Context: an optimization exercise on an open-source flow, tuned for small area, a short achievable clock period and few clock cycles per item. The choices shown serve that exercise and are no tape-out recipe.
In this exercise RTL edits were held to simulation tests only and were not proved equivalent to the original.
Power is estimated from default activity; no workload was simulated.

==> try-nickel: inputs <==
==> flow/design.v (excerpt) <==
module lseq_core (
    input  wire         clk,
    input  wire         rst,
    input  wire         start,
    output wire         ready,
    output reg          done,
    output wire [9:0]   img_addr,
    input  wire [31:0]  img_data,
    input  wire [63:0]  in_bits,
    input  wire [255:0] w_in,
    input  wire [31:0]  ltime,
    output wire [63:0]  q_bits,
    output wire [127:0] w_out,
    output wire [31:0]  exec_cost
);
clock: 10.0 ns
lec_check: 0
cap_margin: 20
core_margin: 2
core_utilization: 50
slew_margin: 20
standard.sh (not shown) runs the stock make flow with config.mk's settings and CLKGATE_MAP_FILE= SYNTH_SCRIPT=/design/flow/synth_recipe.tcl, a recipe that flattens the netlist after the stock synthesis.
==> flow/flow/run.sh <==
#!/bin/bash
# The standard layout, with a larger setup margin for ORFS's timing repair so it keeps
# shortening the critical paths past the point the design's clock period needs.
set -euo pipefail
bash standard.sh SETUP_SLACK_MARGIN=6.0 finish > standard.log 2>&1
==> try-garnet: changes against try-nickel <==
--- a/flow/design.v
+++ b/flow/design.v
@@ -94,15 +94,14 @@
     reg         xv;           
     reg [7:0]   opc;          
     reg [3:0]   area;
     reg [7:0]   addr;
     reg [2:0]   tn;           
     reg [2:0]   cn;           
     reg [3:0]   en;
-    reg [2:0]   xclk;         
     reg [31:0]  wop;          
     reg [31:0]  sel;          
     reg [31:0]  ltr;          
     reg         acc;
     reg [31:0]  wacc;
     reg [3:0]   sp;
     reg [1:0]   stk [0:15];   
@@ -263,24 +262,24 @@
     wire [31:0] cv_dec = (cvm == 32'h8000_0000) ? cvm : (cvm ^ dec_m);
     wire        cu_q   = c_ge || (cu_up && cv_p1 == wop);
     wire        cv_le0 = cvm[31] || (cvm == 32'd0);
     wire        cd_q   = cv_le0 || (cd_dn && cvm == 32'd1);
     wire e_pe = e_seen[en] ? e_prev[en] : acc;
     reg [2:0] clocks;
     always @(*) begin
-        case (f_opc)
+        case (opc)
             OP_TON, OP_TOF, OP_TP:  clocks = 3'd6;
             OP_CU, OP_CD, OP_CR:    clocks = 3'd5;
             OP_RISE, OP_FALL,
             OP_LW, OP_SW:           clocks = 3'd3;
             OP_ABSW:                clocks = 3'd1;
             default:                clocks = 3'd2;
         endcase
     end
-    wire [12:0] cost_s = cost + {10'd0, xclk};
+    wire [12:0] cost_s = cost + {10'd0, clocks};
     always @(posedge clk) begin
         if (rst) begin
             busy <= 1'b0;
             done <= 1'b0;
             seqa <= 9'd0;
             jcp  <= 1'b0;
         end else begin
@@ -297,15 +296,14 @@
         if (fetch) begin
             opc  <= f_opc;
             area <= f_area;
             addr <= f_addr[7:0];
             xv   <= !f_end;
             tcyc <= f_tbl;
             ctb  <= f_tbl;
-            xclk <= clocks;
             if (f_opc[6]) tgt <= f_addr[8:0];
             taddr <= f_taddr;
             if (f_opc[5] || f_area == AR_T) tn <= f_addr[2:0];
             if (f_opc[5] || f_area == AR_C) cn <= f_addr[2:0];
             if (f_opc[5]) en <= f_addr[3:0];
             wop  <= f_wop;
         end else if (tread) begin
==> flow/flow/run.sh (replaced) <==
#!/bin/bash
# The standard layout, with a larger setup margin for ORFS's timing repair so it keeps
# shortening the critical paths past the point the design's clock period needs.
set -euo pipefail
bash standard.sh SETUP_SLACK_MARGIN=6.5 finish > standard.log 2>&1
Settings changed: SYNTH_HIERARCHICAL set to 1.
==> try-raven: changes against try-nickel <==
--- a/flow/design.v
+++ b/flow/design.v
@@ -83,14 +83,15 @@
                      OP_CGT  = 8'h43, OP_CLE  = 8'h44, OP_CGE  = 8'h45,
                      OP_JMP  = 8'h50, OP_JMPC = 8'h51, OP_END  = 8'hFF;
     localparam [3:0] AR_I = 4'h0, AR_Q = 4'h1, AR_F = 4'h2, AR_T = 4'h3,
                      AR_C = 4'h4, AR_E = 4'h5, AR_W = 4'h6, AR_K = 4'h7,
                      AR_S = 4'h8;
     reg         busy;         
     reg         tcyc;         
+    reg         tnd1, tnd0;   
     reg         jcp;          
     reg [8:0]   seqa;         
     reg [8:0]   tgt;          
     reg [9:0]   taddr;        
     reg         xv;           
     reg [7:0]   opc;          
     reg [3:0]   area;
@@ -142,23 +143,46 @@
     wire        f_jmp  = (f_opc == OP_JMP);
     wire        f_jmpc = (f_opc == OP_JMPC);
     wire        f_tim  = (f_opc == OP_TON || f_opc == OP_TOF || f_opc == OP_TP);
     wire        f_tbl  = f_tim || f_opc == OP_CU ||
                          ((f_opc == OP_LW || f_opc == OP_SUBW ||
                            (f_opc >= OP_CEQ && f_opc <= OP_CGE)) && f_area == AR_K) ||
                          (f_opc >= OP_LD && f_opc <= OP_XOR && f_area == AR_C && !f_qhit);
-    wire        x_cnt  = busy && xv && !tcyc &&
+    wire        teff   = tcyc && (acc ? tnd1 : tnd0);
+    wire        x_cnt  = busy && xv && !teff &&
                          (opc == OP_CU || opc == OP_CD || opc == OP_CR);
     wire        f_qhit = q_v[f_addr[2:0]] && !(x_cnt && cn == f_addr[2:0]);
+    wire [2:0]  f_tn   = f_addr[2:0];
+    reg         f_tnd1, f_tnd0;
+    always @(*) begin
+        case (f_opc)
+            OP_TON: begin
+                f_tnd1 = 1'b1;
+                f_tnd0 = 1'b0;
+            end
+            OP_TOF: begin
+                f_tnd1 = 1'b0;
+                f_tnd0 = t_timing[f_tn] || (t_seen[f_tn] && t_prev[f_tn]);
+            end
+            OP_TP: begin
+                f_tnd1 = t_timing[f_tn] || (t_seen[f_tn] && !t_prev[f_tn]);
+                f_tnd0 = t_timing[f_tn];
+            end
+            default: begin
+                f_tnd1 = 1'b1;
+                f_tnd0 = 1'b1;
+            end
+        endcase
+    end
     wire [8:0]  cur    = (jcp && acc) ? tgt : seqa;    
     wire [31:0] cur_m  = pand({23'd0, cur});
     wire [8:0]  cur_p1 = cur ^ cur_m[8:0];
-    wire        fetch  = busy ? !tcyc : start;
-    wire        xexec  = busy && xv && !tcyc;
-    wire        tread  = busy && tcyc;
+    wire        fetch  = busy ? !teff : start;
+    wire        xexec  = busy && xv && !teff;
+    wire        tread  = busy && teff;
     wire        x_tim  = (opc == OP_TON || opc == OP_TOF || opc == OP_TP);
     reg [9:0] f_taddr;
     always @(*) begin
         if (f_tim)
             f_taddr = {7'b1100000, f_addr[2:0]};      
         else if (f_area == AR_C)
             f_taddr = {7'b1100001, f_addr[2:0]};      
@@ -296,14 +320,16 @@
     always @(posedge clk) begin
         if (fetch) begin
             opc  <= f_opc;
             area <= f_area;
             addr <= f_addr[7:0];
             xv   <= !f_end;
             tcyc <= f_tbl;
+            tnd1 <= f_tnd1;
+            tnd0 <= f_tnd0;
             ctb  <= f_tbl;
             xclk <= clocks;
             if (f_opc[6]) tgt <= f_addr[8:0];
             taddr <= f_taddr;
             if (f_opc[5] || f_area == AR_T) tn <= f_addr[2:0];
             if (f_opc[5] || f_area == AR_C) cn <= f_addr[2:0];
             if (f_opc[5]) en <= f_addr[3:0];
==> flow/run.sh (new file) <==
#!/bin/bash
# synth_recipe.tcl (not shown) runs the flow's synth.tcl, then flattens the netlist and writes it again
# the make line also repeats each setting of config.mk as NAME=value (left out here)
make -C /OpenROAD-flow-scripts/flow DESIGN_CONFIG=/design/flow/config.mk WORK_HOME=/design/flow/orfs CLKGATE_MAP_FILE= SYNTH_SCRIPT=/design/flow/synth_recipe.tcl finish
Settings changed: SETUP_SLACK_MARGIN set to 5.
removed: flow/flow/run.sh
removed: flow/standard.sh
==> run notes <==
|  | try-nickel | try-raven | try-garnet |
|---|---|---|---|
| Post-synth ARST share | 0% | 0% | - |
| Clock network power | 0.00551 W | 0.00531 W | 0.00543 W |
| Top cell type by total area after synthesis | sky130_fd_sc_hd__edfxtp_1 | sky130_fd_sc_hd__edfxtp_1 | - |
| Critical register-to-register path endpoint | wacc[29] | acc | f_img[202] |
| Post-Layout Inst Area | 85320 um2 | 81760 um2 | 95920 um2 |
| Die ar. | 140700 um2 | 140400 um2 | 147300 um2 |
| Transition time of the tightest slew-check pin | 1344 ps | 1242 ps | 1232 ps |
| Via-to-Cell Ratio | 6.418 | 6.377 | 6.688 |
| Post-synth top area share | 38.25% | 38.42% | - |
| Power spent charging and discharging nets | 0.003870 W | 0.003803 W | 0.004477 W |
| Worst slew margin relative to its limit | 10.41% | 16.59% | 17.68% |
| Final design utilization | 62.21% | 59.69% | 66.93% |
| Clock buf count | 193 | 194 | 185 |
| Multi-input combinational area share | 38.37% | 38.31% | 41.00% |
| Type of the worst setup path | reg2reg | reg2out | reg2out |
| Placement-stage worst setup slack | 4379 ps | 3982 ps | 4471 ps |
| Worst path arrival time | 4900 ps | 3010 ps | 2410 ps |
| Design Power | 0.01400 W | 0.01358 W | 0.01480 W |
| Seq. cell area | 35230 um2 | 35280 um2 | 35260 um2 |
| Internal power | 0.01013 W | 0.009774 W | 0.01032 W |
| Outcome | complete, no violations | complete, no violations | complete, no violations |
| Number of distinct library cells after synthesis | 106 | 98 | - |
| Row Count | 136 | 136 | 139 |
| Placer's final routability congestion estimate | 0.9677 | 0.9974 | 1.047 |
| Combinational logic power | 0.00238 W | 0.00210 W | 0.00330 W |
| Max frequency | 228.4 MHz | 199.6 MHz | 226.7 MHz |
Testbench counts of try-nickel, summed over its fixed seeds: cycles 141,045, items 1,920.
Testbench counts of try-garnet, summed over its fixed seeds: cycles 141,045, items 1,920.
Testbench counts of try-raven, summed over its fixed seeds: cycles 137,669, items 1,920.

## re-timing with driven ports
The results above use ideal ports. As a check the final layouts listed here were re-extracted and re-timed, cells and wires unchanged.
Step 1: set_driving_cell puts a clkbuf_16 on clk and a buf_2 on each other input, an assumption about the parent block.
Step 2 moves the port delays by t, midway between the first and last clock arrival at a register: inputs arrive t later, outputs are due t later. That takes back most of the time a late clock gives input paths.
Slacks: no drivers / after step 1 / after step 2; pairs: no drivers / after step 1.
run	t, ns	setup slack, ns	slew at the worst register clock pin (ns)	worst data-port slew with drivers (ns)	pins driven straight from the clock port
try-nickel	0.858	5.621 / 5.621 / 5.009	0.07 / 0.07	0.33	1
try-garnet	0.892	5.589 / 5.503 / 5.159	0.07 / 0.07	0.30	1
try-raven	0.867	4.989 / 4.907 / 4.549	0.07 / 0.07	0.34	1
After both steps setup and hold are still met in every run listed. The setup slack of try-nickel, which loses most, moves by 0.000 ns with the drivers and by -0.612 ns with both steps.
